This design comes from an exercise in tuning for small area, a short achievable clock period and few clock cycles per item on the open sky130 flow, not from production work. RTL that was checked went through simulation tests only; none was proved equivalent to the original. No activity file was given, so power comes from the tool's default toggle rates.

oak:
## lath_eval
module lath_eval (
    input  wire        clk,
    input  wire        rst,
    input  wire [31:0] origin_x,       
    input  wire [31:0] origin_y,       
    input  wire [31:0] pitch_x,        
    input  wire [31:0] pitch_y,        
    input  wire [31:0] lath_pitch,     
    input  wire [31:0] phase_offset,   
    input  wire [15:0] slant_num,      
    input  wire [15:0] slant_den,      
    input  wire        in_valid,
    output wire        in_ready,
    input  wire [13:0] px,
    input  wire [12:0] py,
    input  wire [1:0]  stripe,
    input  wire [15:0] corr,           
    output reg         out_valid,
    output wire [6:0]  v,
    output reg  [31:0] m,
    output reg  [15:0] corr_o,
    output wire [47:0] xo,             
    output wire [47:0] yo              
);
    reg [31:0] lp_r;                   
    reg [34:0] pol_r;                  
    reg [15:0] den_r;
    reg [29:0] ox_r, oy_r;
    reg [18:0] ptx_r, pty_r;
    reg         pol_c1, pol_c2;
    wire [11:0] pol_lo, pol_mid;
    wire [10:0] pol_hi;
    wire        pol_clo, pol_cmid, pol_chi;
    add_sk #(12) u_pol_lo  (.a(phase_offset[11:0]), .b({lp_r[9:0], 2'b00}), .cin(1'b0), .s(pol_lo), .co(pol_clo));
    add_sk #(12) u_pol_mid (.a(phase_offset[23:12]), .b(lp_r[21:10]), .cin(pol_c1), .s(pol_mid), .co(pol_cmid));
    add_sk #(11) u_pol_hi  (.a({3'b0, phase_offset[31:24]}), .b({1'b0, lp_r[31:22]}), .cin(pol_c2), .s(pol_hi), .co(pol_chi));
    always @(posedge clk) begin
        pol_c1 <= pol_clo;
        pol_c2 <= pol_cmid;
        pol_r  <= {pol_hi, pol_mid, pol_lo};
        den_r <= slant_den;
        ox_r  <= origin_x[29:0];
        oy_r  <= origin_y[29:0];
        ptx_r <= pitch_x[18:0];
        pty_r <= pitch_y[18:0];
    end
    reg  lnz;                          
    always @(posedge clk) lnz <= |lath_pitch;
    reg        a_free;
    reg        f_prei, f_pre, f_pk, f_pka, f_pkw, f_kml, f_h0, f_h, f_p, f_c, f_done;
    reg [5:0]  a_cnt;
    reg        a_last;                 
    reg        pvalid;                 
    reg        yk;                     
    reg        acin_r;                 
    reg        rk;                     
    reg [15:0] radd;                   
  ...
Size: about 4800 cells after synthesis, about 620 flip-flops, roughly 430 I/O pins, ~38000 um^2 of cells after synthesis.
Settings: LEC_CHECK=0, ABC_AREA=1, CAP_MARGIN=60, CORE_MARGIN=2, CORE_UTILIZATION=60, PLACE_DENSITY=0.75, SLEW_MARGIN=60; clock period 11.0 ns.
run.sh (not shown) runs the stock make flow with config.mk's settings and CLKGATE_MAP_FILE= SYNTH_SCRIPT=/design/flow/synth_recipe.tcl, a recipe that flattens the netlist after the stock synthesis.
### oak -> pine
diff --git a/flow/design.v b/flow/design.v
--- a/flow/design.v
+++ b/flow/design.v
@@ -17,40 +17,34 @@
     input  wire [15:0] corr,           
     output reg         out_valid,
     output wire [6:0]  v,
     output reg  [31:0] m,
     output reg  [15:0] corr_o,
     output wire [47:0] xo,             
     output wire [47:0] yo              
 );
     reg [31:0] lp_r;                   
     reg [34:0] pol_r;                  
     reg [15:0] den_r;
-    reg [29:0] ox_r, oy_r;
-    reg [18:0] ptx_r, pty_r;
     reg         pol_c1, pol_c2;
     wire [11:0] pol_lo, pol_mid;
     wire [10:0] pol_hi;
     wire        pol_clo, pol_cmid, pol_chi;
     add_sk #(12) u_pol_lo  (.a(phase_offset[11:0]), .b({lp_r[9:0], 2'b00}), .cin(1'b0), .s(pol_lo), .co(pol_clo));
     add_sk #(12) u_pol_mid (.a(phase_offset[23:12]), .b(lp_r[21:10]), .cin(pol_c1), .s(pol_mid), .co(pol_cmid));
     add_sk #(11) u_pol_hi  (.a({3'b0, phase_offset[31:24]}), .b({1'b0, lp_r[31:22]}), .cin(pol_c2), .s(pol_hi), .co(pol_chi));
     always @(posedge clk) begin
         pol_c1 <= pol_clo;
         pol_c2 <= pol_cmid;
         pol_r  <= {pol_hi, pol_mid, pol_lo};
         den_r <= slant_den;
-        ox_r  <= origin_x[29:0];
-        oy_r  <= origin_y[29:0];
-        ptx_r <= pitch_x[18:0];
-        pty_r <= pitch_y[18:0];
     end
     reg  lnz;                          
     always @(posedge clk) lnz <= |lath_pitch;
     reg        a_free;
     reg        f_prei, f_pre, f_pk, f_pka, f_pkw, f_kml, f_h0, f_h, f_p, f_c, f_done;
     reg [5:0]  a_cnt;
     reg        a_last;                 
     reg        pvalid;                 
     reg        yk;                     
     reg        acin_r;                 
     reg        rk;                     
@@ -148,26 +142,26 @@
     wire [34:0] b3z = ~{2'b0, dv, 1'b0};
     wire [34:0] b3s = b3x ^ b3y ^ b3z;
     wire [34:0] b3c = {(b3x[33:0] & b3y[33:0]) | (b3x[33:0] & b3z[33:0]) | (b3y[33:0] & b3z[33:0]), 1'b1};
     add_sk #(35) u_bs3 (.a(b3s), .b(b3c), .cin(1'b1), .s(bs3), .co(bc3));
     wire        g3  = ~bs3[34];
     wire        g2  = ~bs2[34];
     wire        g1  = ~bs1[34];
     wire [31:0] b_next = g3 ? bs3[31:0] : (g2 ? bs2[31:0] : (g1 ? bs1[31:0] : bt[31:0]));
     wire        qh  = g2;
     wire        ql  = g3 | (g1 & ~g2);
     wire [38:0] xx   = ({39{o_dbl}} & {xacc[37:0], 1'b0}) | ({39{o_pass}} & xacc)
-                     | ({39{o_x2}} & {19'd0, ptx_r, 1'b0});
+                     | ({39{o_x2}} & {19'd0, pitch_x[18:0], 1'b0});
     wire [38:0] yx   = ({39{o_dbl}} & {yacc[37:0], 1'b0}) | ({39{o_pass}} & yacc);
-    wire [38:0] xy   = ({39{o_org}} & {9'd0, ~ox_r[29], ox_r[28:0]}) | ({39{o_xadd}} & {20'd0, ptx_r});
-    wire [38:0] yy   = ({39{o_org}} & {9'd0, ~oy_r[29], oy_r[28:0]}) | ({39{o_yadd}} & {20'd0, pty_r});
+    wire [38:0] xy   = ({39{o_org}} & {9'd0, ~origin_x[29], origin_x[28:0]}) | ({39{o_xadd}} & {20'd0, pitch_x[18:0]});
+    wire [38:0] yy   = ({39{o_org}} & {9'd0, ~origin_y[29], origin_y[28:0]}) | ({39{o_yadd}} & {20'd0, pitch_y[18:0]});
     wire [38:0] xsum, ysum;
     wire        x_co, y_co;
     add_sk #(39) u_xo (.a(xx), .b(xy), .cin(1'b0), .s(xsum), .co(x_co));
     add_sk #(39) u_yo (.a(yx), .b(yy), .cin(1'b0), .s(ysum), .co(y_co));
     assign v  = vq[7:1];
     assign xo = {{10{~xacc[38]}}, xacc[37:0]};     
     assign yo = {{10{~yacc[38]}}, yacc[37:0]};
     always @(*) begin
         m      = m_r;
         corr_o = corr_r;
     end
==> comparison <==
- The number of design-rule violations left by the first detailed-router iteration number comes out higher for oak vs pine.
- pine supports a lower top clock frequency than oak.
- There was hardly any difference in required time at the endpoint of the critical path between pine and oak.
- pine against oak: met2 track utilization from global routing up 1.2 points; power drawn by the sequential cells down about 13%; number of standard cells after synthesis down 93; filler cell count down about 5%.
- In pine relative to oak, cell count had gone down by a few percent.
- NOTE post-detailed-routing wire length oak->pine decreased by a few percent
- Post-route minimum period (higher): pine
- The higher count of antenna diodes in the layout came out of oak.
- Comparing oak and pine, the higher combinational group share of total power is on pine.
- pine went all the way through synthesis, placement and routing and the layout is clean on timing, DRC and antenna.
- Power, oak and pine: higher on oak
- | share of the clock period used by the worst path after layout | lower: oak |
Function was not checked in any run of this note: the RTL went through the layout flow alone.

epsilon:
Another version of the RTL of lath_eval (not shown whole).
Size: about 4,700 cells after synthesis, ~0.037 mm2 of cells after synthesis.
Design lath_eval, start of the top module:
module lath_eval (
    input  wire        clk,
    input  wire        rst,
    input  wire [31:0] origin_x,       
    input  wire [31:0] origin_y,       
    input  wire [31:0] pitch_x,        
    input  wire [31:0] pitch_y,        
    input  wire [31:0] lath_pitch,     
    input  wire [31:0] phase_offset,   
    input  wire [15:0] slant_num,      
    input  wire [15:0] slant_den,      
    input  wire        in_valid,
    output wire        in_ready,
    input  wire [13:0] px,
    input  wire [12:0] py,
    input  wire [1:0]  stripe,
    input  wire [15:0] corr,           
    output reg         out_valid,
    output wire [6:0]  v,
    output reg  [31:0] m,
    output reg  [15:0] corr_o,
    output wire [47:0] xo,             
    output wire [47:0] yo              
);
make LEC_CHECK=0 ABC_AREA=1 CAP_MARGIN=20 CORE_MARGIN=2 CORE_UTILIZATION=60 PLACE_DENSITY=0.75 SLEW_MARGIN=20 finish   # period 11.0 ns
Here is what was changed in the inputs of beta compared with epsilon.
-- flow/design.v --
<<< epsilon, line 59
    reg        bl_r;                   
    reg        rdy_r;                  
    reg        f_pass;                 
    reg        f_hb;                   
    reg        csx;                    
>>> beta, line 59
    reg        bl_r;                   
    reg        rdy_r;                  
    reg        f_hb;                   
    reg        csx;                    
<<< epsilon, line 80
    wire bl_n     = (f_c_n | f_done_n) & (~b_busy_n | b_last_n);
    wire a_free_n = (a_free | b_load) & ~in_valid;
    wire pass_n   = (f_h & a_last) | f_p | f_done_n | f_pk;
    reg [13:0] pxa;
    reg [1:0]  sta;
>>> beta, line 79
    wire bl_n     = (f_c_n | f_done_n) & (~b_busy_n | b_last_n);
    wire a_free_n = (a_free | b_load) & ~in_valid;
    reg [13:0] pxa;
    reg [1:0]  sta;
<<< epsilon, line 114
    wire        acin = acin_r;
    wire [46:0] hsel = {{23{f_hb}}, {24{f_h}}};
    wire [46:0] ax   = (hsel & {acc[45:0], cq[0]})
                     | ({47{f_h0}} & {20'd0, pxa, sta, 11'd0})
                     | ({47{f_pass}} & acc);
    wire        ax0  = ax[0];
    wire        as0  = ax0 ^ ay[0] ^ acin;
>>> beta, line 112
    wire        acin = acin_r;
    wire [46:0] hsel = {{23{f_hb}}, {24{f_h}}};
    wire [46:0] ax   = (hsel & {acc[45:0], cq[0]}) | (~hsel & acc);
    wire        ax0  = ax[0];
    wire        as0  = ax0 ^ ay[0] ^ acin;
<<< epsilon, line 135
    reg [15:0] corr_r;
    wire [31:0] dv  = lp_r;
    wire [33:0] bt  = {br, b_div ? kq[40:39] : bq[21:20]};
    wire [34:0] bs1, bs2, bs3;
    wire        bc1, bc2, bc3;
>>> beta, line 131
    reg [15:0] corr_r;
    wire [31:0] dv  = lp_r;
    wire [33:0] bt  = {br, bq[21:20]};
    wire [34:0] bs1, bs2, bs3;
    wire        bc1, bc2, bc3;
<<< epsilon, line 171
        if (b_loadd) begin
            br <= nsg ? {16'd0, den_r - 16'd1} : 32'd0;
        end else if (b_any) begin
            br <= {7'd0, asum[46:22]};
>>> beta, line 167
        if (b_loadd) begin
            br <= nsg ? {16'd0, den_r - 16'd1} : 32'd0;
            bq <= {nsn, 6'd0};
        end else if (b_any) begin
            br <= {7'd0, asum[46:22]};
<<< epsilon, line 205
        end
        if (f_prei) begin
            kq <= {nsn, 24'd0, nsg};
        end
        if (b_div)
>>> beta, line 202
        end
        if (f_prei) begin
            kq <= {40'd0, nsg};
        end
        if (b_div)
<<< epsilon, line 213
        if (f_pk)
            acc <= {{6{kq[40]}}, kq};                    
        else
            acc <= asum;
>>> beta, line 210
        if (f_pk)
            acc <= {{6{kq[40]}}, kq};                    
        else if ((a_ready & pvalid) | f_kml)
            acc <= {20'd0, a_ready ? px : pxa, a_ready ? stripe : sta, 11'd0};
        else
            acc <= asum;
<<< epsilon, line 226
            bl_r   <= 1'b0;
            rdy_r  <= 1'b1;
            f_pass <= 1'b0;
            f_hb   <= 1'b0;
            csx    <= 1'b0;
>>> beta, line 225
            bl_r   <= 1'b0;
            rdy_r  <= 1'b1;
            f_hb   <= 1'b0;
            csx    <= 1'b0;
<<< epsilon, line 249
            bl_r   <= bl_n;
            rdy_r  <= a_free_n | bl_n;
            f_pass <= pass_n;
            f_hb   <= f_h0 | (f_hb & ~a_last);
            csx    <= f_p & corra[15];
>>> beta, line 247
            bl_r   <= bl_n;
            rdy_r  <= a_free_n | bl_n;
            f_hb   <= f_h0 | (f_hb & ~a_last);
            csx    <= f_p & corra[15];
### Flow results
- Compared with epsilon, in beta combinational cell fraction of total power saw an increase, number of search-and-repair iterations in the first detailed-routing pass closely matched the old numbers, clock latency on the worst-skew pair now sits at about the same level.
- Between epsilon and beta, the flow reports wire length of the first global-routing pass decreasing slightly.
- Maximum number of pins on one net before global-route repair (beta over epsilon): decrease, about 20%
- Going from epsilon to beta, standby leakage power level, area after synthesis now smaller.
- [compare] base=epsilon new=beta: setup slack climbed 930 ps, total chip power climbed about 4.6%, share of final layout cell area taken by clock buffers and inverters barely changed.
- Number of clock buffers inserted by TritonCTS: beta vs epsilon up 1.7%
- epsilon has a higher critical path depth than beta.
Testbench counts of beta, summed over its fixed seeds: cycles 26,240, items 1,536.
The RTL of epsilon was laid out without a check of its function.

[static timing again, ports no longer ideal]
Ports are ideal in the flow. The routed layouts listed here were re-timed in OpenROAD. Step 1 assumes that a clkbuf_16 drives the clock port and a buf_2 every other input. Step 2, shift: input delay + t, output delay - t, t = (earliest + latest rising clock arrival at the registers) / 2. This alone moves slack from input paths to output paths. a / b / c = ideal ports / drivers / drivers and shift; a / b = the first two.
run	t, ns	setup WS [ns]	hold WS [ns]	worst register clock-pin slew, ns	cell pins on the clock port's net
oak	0.690	6.569 / 6.569 / 6.259	0.422 / 0.422 / 0.422	0.07 / 0.07	1
pine	0.699	6.269 / 6.306 / 5.607	0.436 / 0.436 / 0.436	0.07 / 0.07	1
epsilon	0.695	5.288 / 5.288 / 5.288	0.430 / 0.430 / 0.430	0.07 / 0.07	1
beta	0.683	6.215 / 6.215 / 5.719	0.423 / 0.423 / 0.423	0.07 / 0.07	1
After both steps every run listed still meets setup and hold. The setup slack of pine, which loses most, moves by +0.037 ns with the drivers and by -0.662 ns with both steps.
